Background: an optimization exercise with open tools, aiming at small area, a short achievable clock period and few clock cycles per item. Do not read the settings as production practice.

==> run E <==
// blk_enc
module blk_enc (
    input  wire         clk,
    input  wire         rst_n,
    input  wire         in_valid,
    output wire         in_ready,
    input  wire [31:0]  in_data,
    input  wire [4:0]   cfg_fmt,
    input  wire [1:0]   cfg_mode,
    input  wire [31:0]  cfg_seed,
    input  wire [31:0]  cfg_idx,
    output wire         out_valid,
    input  wire         out_ready,
    output wire [15:0]  out_head,
    output wire [255:0] out_elems,
    output wire         out_overflow,
    output wire [5:0]   out_lost
);
export LEC_CHECK = 0
export CAP_MARGIN = 20
export CORE_MARGIN = 2
export CORE_UTILIZATION = 40
export CTS_CLUSTER_DIAMETER = 100
export CTS_CLUSTER_SIZE = 24
export PLACE_DENSITY = 0.6
export SLEW_MARGIN = 20
create_clock -name core_clock -period 30.0 [get_ports {clk}]
standard.sh (not shown) runs the stock make flow with config.mk's settings and CLKGATE_MAP_FILE= SYNTH_SCRIPT=/design/flow/synth_recipe.tcl, a recipe that flattens the netlist after the stock synthesis.
==> flow/flow/run.sh <==
#!/bin/bash
# Standard layout (the standard.sh: standard synthesis, floorplan, place,
# CTS, route), with the port buffers made of sky130_fd_sc_hd__buf_2 cells
# instead of the resizer's default pick.
set -euo pipefail
export BUFFER_PORTS_ARGS="-buffer_cell sky130_fd_sc_hd__buf_2"
bash standard.sh > standard_flow.log 2>&1
==> run F (differences from run E) <==
--- a/flow/design.v
+++ b/flow/design.v
@@ -90,30 +90,25 @@
             2'd1:    gtfrac = f[22] & f[21] & (f[20:0] != 21'd0);
             2'd2:    gtfrac = f[22] & f[21] & f[20] & (f[19:0] != 20'd0);
             default: gtfrac = f[22] & (f[21:0] != 22'd0);
         endcase
     endfunction
-    function [9:0] okeyf;
+    function [8:0] keyf;
         input [30:0] a;
         input [1:0]  sm;
         reg   [4:0]  p;
         reg   [22:0] fr;
         begin
             if (a[30:23] != 8'd0)
-                okeyf = {1'b1, a[30:23], gtfrac(a[22:0], sm)};
+                keyf = {1'b0, a[30:23]} + 9'd22 + {8'd0, gtfrac(a[22:0], sm)};
             else begin
                 p  = msb24({1'b0, a[22:0]});
                 fr = a[22:0] << (5'd23 - p);
-                okeyf = {4'b0000, p, gtfrac(fr, sm)};
+                keyf = {4'd0, p} + {8'd0, gtfrac(fr, sm)};
             end
         end
     endfunction
-    function [8:0] dkey;
-        input [9:0] k;
-        dkey = k[9] ? {1'b0, k[8:1]} + 9'd22 + {8'd0, k[0]}
-                    : {4'd0, k[5:1]} + {8'd0, k[0]};
-    endfunction
     function [31:0] add32;
         input [31:0] a, b;
         reg [31:0] p, g, gg, pp;
         begin
             p = a ^ b;
@@ -1049,33 +1044,28 @@
         ring <= {fire ? in_data : slot0, ring[32*NC-1:32]};
     reg  [4:0]  fmt_in, fmt_blk;
     reg  [1:0]  mode_in, mode_blk;
     reg         lf;           
     reg  [4:0]  lj;           
-    reg  [9:0]  fmx, bmx;     
+    reg  [8:0]  fmx, bmx;     
     reg         fnz, bnz;     
     reg         r_nan, r_inf;
     reg  [8:0]  hk [0:3];     
     reg  [3:0]  zf;           
     reg  [8:0]  hm;           
     reg         f_any, f_nan, f_inf;
     wire        w_ff  = (slotl[30:23] == 8'hFF);
     wire        w_nan = w_ff && (slotl[22:0] != 23'd0);
     wire        w_inf = w_ff && (slotl[22:0] == 23'd0);
     wire        w_nz  = !w_ff && (slotl[30:0] != 31'd0);
-    wire [9:0]  w_key = okeyf(slotl[30:0], f_sigm(fmt_in));
+    wire [8:0]  w_key = keyf(slotl[30:0], f_sigm(fmt_in));
     wire        ff    = (lj[2:0] == 3'd0);
     wire        fb    = (lj == 5'd0);
     wire        nfnz  = (!ff && fnz) || w_nz;
     wire        nbnz  = (!fb && bnz) || w_nz;
-    wire        fsel  = w_nz && (ff || !fnz || w_key > fmx);
-    wire        bsel  = w_nz && (fb || !bnz || w_key > bmx);
-    wire [9:0]  nfmx  = fsel ? w_key : fmx;
-    wire [9:0]  nbmx  = bsel ? w_key : bmx;
-    wire [8:0]  w_dk  = dkey(w_key);
-    wire [8:0]  nfdk  = fsel ? w_dk : dkey(fmx);
-    wire [8:0]  nbdk  = bsel ? w_dk : dkey(bmx);
+    wire [8:0]  nfmx  = (w_nz && (ff || !fnz || w_key > fmx)) ? w_key : fmx;
+    wire [8:0]  nbmx  = (w_nz && (fb || !bnz || w_key > bmx)) ? w_key : bmx;
     wire        nnan  = (!fb && r_nan) || w_nan;
     wire        ninf  = (!fb && r_inf) || w_inf;
     always @(posedge clk) begin
         if (w0) begin
             fmt_in  <= cfg_fmt;
@@ -1091,15 +1081,15 @@
             bmx   <= nbmx;
             bnz   <= nbnz;
             r_nan <= nnan;
             r_inf <= ninf;
             if (lj[2:0] == 3'd7) begin
-                hk[lj[4:3]] <= nfdk;
+                hk[lj[4:3]] <= nfmx;
                 zf[lj[4:3]] <= !nfnz;
             end
             if (lj == 5'd31) begin
-                hm    <= nbdk;
+                hm    <= nbmx;
                 f_any <= nbnz;
                 f_nan <= nnan;
                 f_inf <= ninf;
             end
         end
@@ -1131,12 +1121,12 @@
             hpre <= h_base;
         else if (rd_go)
             hpre <= add32(hpre, C0);
     end
     wire       out_free = !out_valid_r || out_ready;
-    reg        v1, v2;
-    wire       sk_hold     = out_valid_r && (skid_full || v2);    
+    reg        v1, v2, v3;
+    wire       sk_hold     = out_valid_r && (skid_full || v3);    
     wire       skid_full_n = sk_hold && !out_ready;
     wire [5:0] cnt_p0      = cnt - {5'd0, rd_go};
     wire [5:0] cnt_p1      = cnt + 6'd1 - {5'd0, rd_go};
     wire [5:0] cnt_n       = fire ? cnt_p1 : cnt_p0;
     wire [5:0] in_lab_n    = fire ? ph_inc : in_lab;
@@ -1278,65 +1268,76 @@
     wire [31:0] b_fr   = b_r[31:0];
     wire        b_upn  = b_fr[31] && (s2_rest || b_q[0]);
     wire        b_ups  = lt32(g2, b_fr);
     wire        b_up   = (s2_mode == MODE_RNE) ? b_upn :
                          (s2_mode == MODE_SR)  ? b_ups : 1'b0;
-    wire [6:0]  c_mag0 = s2_eb + {3'b000, b_q};
-    wire [6:0]  c_mag1 = s2_eb + {3'b000, b_q} + 7'd1;
-    reg  [7:0]  c_code0, c_code1;
+    reg         s3_sign, s3_up, s3_nz, s3_spec;
+    reg  [3:0]  s3_q;
+    reg  [6:0]  s3_eb;
+    reg  [1:0]  s3_sbit;
+    always @(posedge clk) begin
+        if (!rst_n)
+            v3 <= 1'b0;
+        else if (adv)
+            v3 <= v2;
+        if (adv) begin
+            s3_sign <= s2_sign;
+            s3_up   <= b_up;
+            s3_nz   <= s2_nz;
+            s3_spec <= s2_spec;
+            s3_q    <= b_q;
+            s3_eb   <= s2_eb;
+            s3_sbit <= s2_sbit;
+        end
+    end
+    wire [4:0]  c_qr  = {1'b0, s3_q} + {4'd0, s3_up};
+    wire [6:0]  c_mag = s3_eb + {2'b00, c_qr};
+    reg  [7:0]  c_code;
     always @(*) begin
-        c_code0 = 8'd0;
-        c_code1 = 8'd0;
-        if (!s2_spec) begin
-            if (b_q != 4'd0) begin
-                c_code0 = {1'b0, c_mag0};
-                c_code0[{s2_sbit, 1'b1}] = s2_sign;
-            end
-            c_code1 = {1'b0, c_mag1};
-            c_code1[{s2_sbit, 1'b1}] = s2_sign;
+        c_code = 8'd0;
+        if (c_qr != 5'd0 && !s3_spec) begin
+            c_code = {1'b0, c_mag};
+            c_code[{s3_sbit, 1'b1}] = s3_sign;
         end
     end
-    wire [7:0]  c_code = b_up ? c_code1 : c_code0;
-    wire        c_lost = !s2_spec && s2_nz && (b_q == 4'd0) && !b_up;
+    wire        c_lost = !s3_spec && s3_nz && (c_qr == 5'd0);
     reg  [7:0]   sk_code;
     reg          sk_lost;
     reg  [15:0]  head_r;
     reg  [255:0] elems_r;
     reg          ovf_r;
     reg  [5:0]   lost_r;
-    wire         o_any  = skid_full || v2;
-    wire         o_j0   = (out_j == 5'd0);
-    wire         o_wr0  = o_j0 && o_any && out_free;       
-    wire         o_wrn  = !o_j0 && o_any;                  
-    wire         o_wr   = o_wr0 || o_wrn;
+    wire         o_any  = skid_full || v3;
+    wire         o_wr   = (out_j == 5'd0) ? (out_free && o_any) : o_any;
     wire [7:0]   o_code = skid_full ? sk_code : c_code;
     wire         o_lost = skid_full ? sk_lost : c_lost;
     always @(posedge clk) begin
         if (!rst_n) begin
             out_valid_r <= 1'b0;
             out_j       <= 5'd0;
         end else begin
-            out_valid_r <= (o_any && out_j == 5'd31) || (out_valid_r && !out_ready);
+            out_valid_r <= (o_wr && out_j == 5'd31) || (out_valid_r && !out_ready);
             if (o_wr)
                 out_j <= out_j + 5'd1;
         end
-        if (!skid_full && v2 && !out_free) begin
+        if (!skid_full && v3 && !out_free) begin
             sk_code <= c_code;
             sk_lost <= c_lost;
         end
-        if (o_wr0)
+        if (out_j == 5'd0 && out_free && o_any)
             elems_r[7:0] <= o_code;
         for (i = 1; i < 32; i = i + 1)
             if (o_any && out_j == i)
                 elems_r[8*i +: 8] <= o_code;
-        if (o_wr0) begin
-            head_r <= c_head;
-            ovf_r  <= c_ovf;
-            lost_r <= {5'd0, o_lost};
+        if (o_wr) begin
+            if (out_j == 5'd0) begin
+                head_r <= c_head;
+                ovf_r  <= c_ovf;
+                lost_r <= {5'd0, o_lost};
+            end else
+                lost_r <= lost_r + {5'd0, o_lost};
         end
-        if (o_wrn)
-            lost_r <= lost_r + {5'd0, o_lost};
     end
     assign in_ready     = in_ready_r;
     assign out_valid    = out_valid_r;
     assign out_head     = head_r;
     assign out_elems    = elems_r;
==> flow/config.mk (replaced) <==
export PLATFORM = sky130hd
export DESIGN_NAME = blk_enc
export DESIGN_NICKNAME = blk_enc
export VERILOG_FILES = /design/flow/design.v
export SDC_FILE = /design/flow/constraint.sdc
export NUM_CORES = 4
export LEC_CHECK = 0
export CAP_MARGIN = 20
export CORE_MARGIN = 2
export CORE_UTILIZATION = 60
export PLACE_DENSITY = 0.75
export SLEW_MARGIN = 20
==> results.json <==
{
  "synth_compound_area_frac": 0.0644,
  "post_synth_fa_ha_maj_area_fraction": 0.161,
  "core_region_area_um2": 169000,
  "stdcell_area_um2": 75400,
  "slew-limit-headroom": 0.260,
  "signal_buffer_area_fraction": 0.0314,
  "vias": 37156,
  "status": "finished clean",
  "final_util": 0.446,
  "cts_made_buffers": 89,
  "synth_commonest_cells": "dfxtp_1, edfxtp_1, inv_1",
  "htree_levels": 3
}
# the run above: run E

==> results.json <==
{
  "status": "finished clean",
  "signal_buffer_area_fraction": 0.0299,
  "grt_max_degree": 100,
  "top_register": "ring",
  "stdcell_area_um2": 77300,
  "largest_register_ff_count": 1056,
  "rows": 123,
  "core_region_area_um2": 112000,
  "htree_levels": 4,
  "slew-limit-headroom": 0.309,
  "post_synth_fa_ha_maj_area_fraction": 0.162,
  "routabilityCongestion": 0.926,
  "final_util": 0.689,
  "synth_compound_area_frac": 0.0586,
  "synth_commonest_cells": "dfxtp_1, edfxtp_1, inv_1",
  "cts_made_buffers": 161
}
# the run above: run F

Function was not checked in any run of this note: the RTL went through the layout flow alone.

==> static timing again, ports no longer ideal <==
In the flow no input, the clock included, has a driving cell. The finished layouts below were timed again as built, in two steps.
Step 1 sets driving cells, clkbuf_16 on the clock port and buf_2 on the other inputs (assumed; they add their load-dependent delay and slew).
Step 2 adds t to the input delays and takes it off the output delays; t is the mean of the earliest and latest rising clock arrival at the registers after step 1. Input paths then give back, and output paths get back, about the clock's delay inside the block.
Slacks: no drivers / after step 1 / after step 2; pairs: no drivers / after step 1.
run	t, ns	setup WS [ns]	worst setup path at the end	slew at the worst register clock pin (ns)	worst data-port slew with drivers (ns)
run E	0.796	22.564 / 22.491 / 22.360	input to register	0.10 / 0.10	0.17
run F	0.820	22.159 / 22.159 / 22.159	register to register	0.07 / 0.07	0.12
After both steps setup and hold are still met in every run listed. For run E, which loses most, drivers alone change the setup slack by -0.073 ns; drivers and shift together by -0.204 ns.
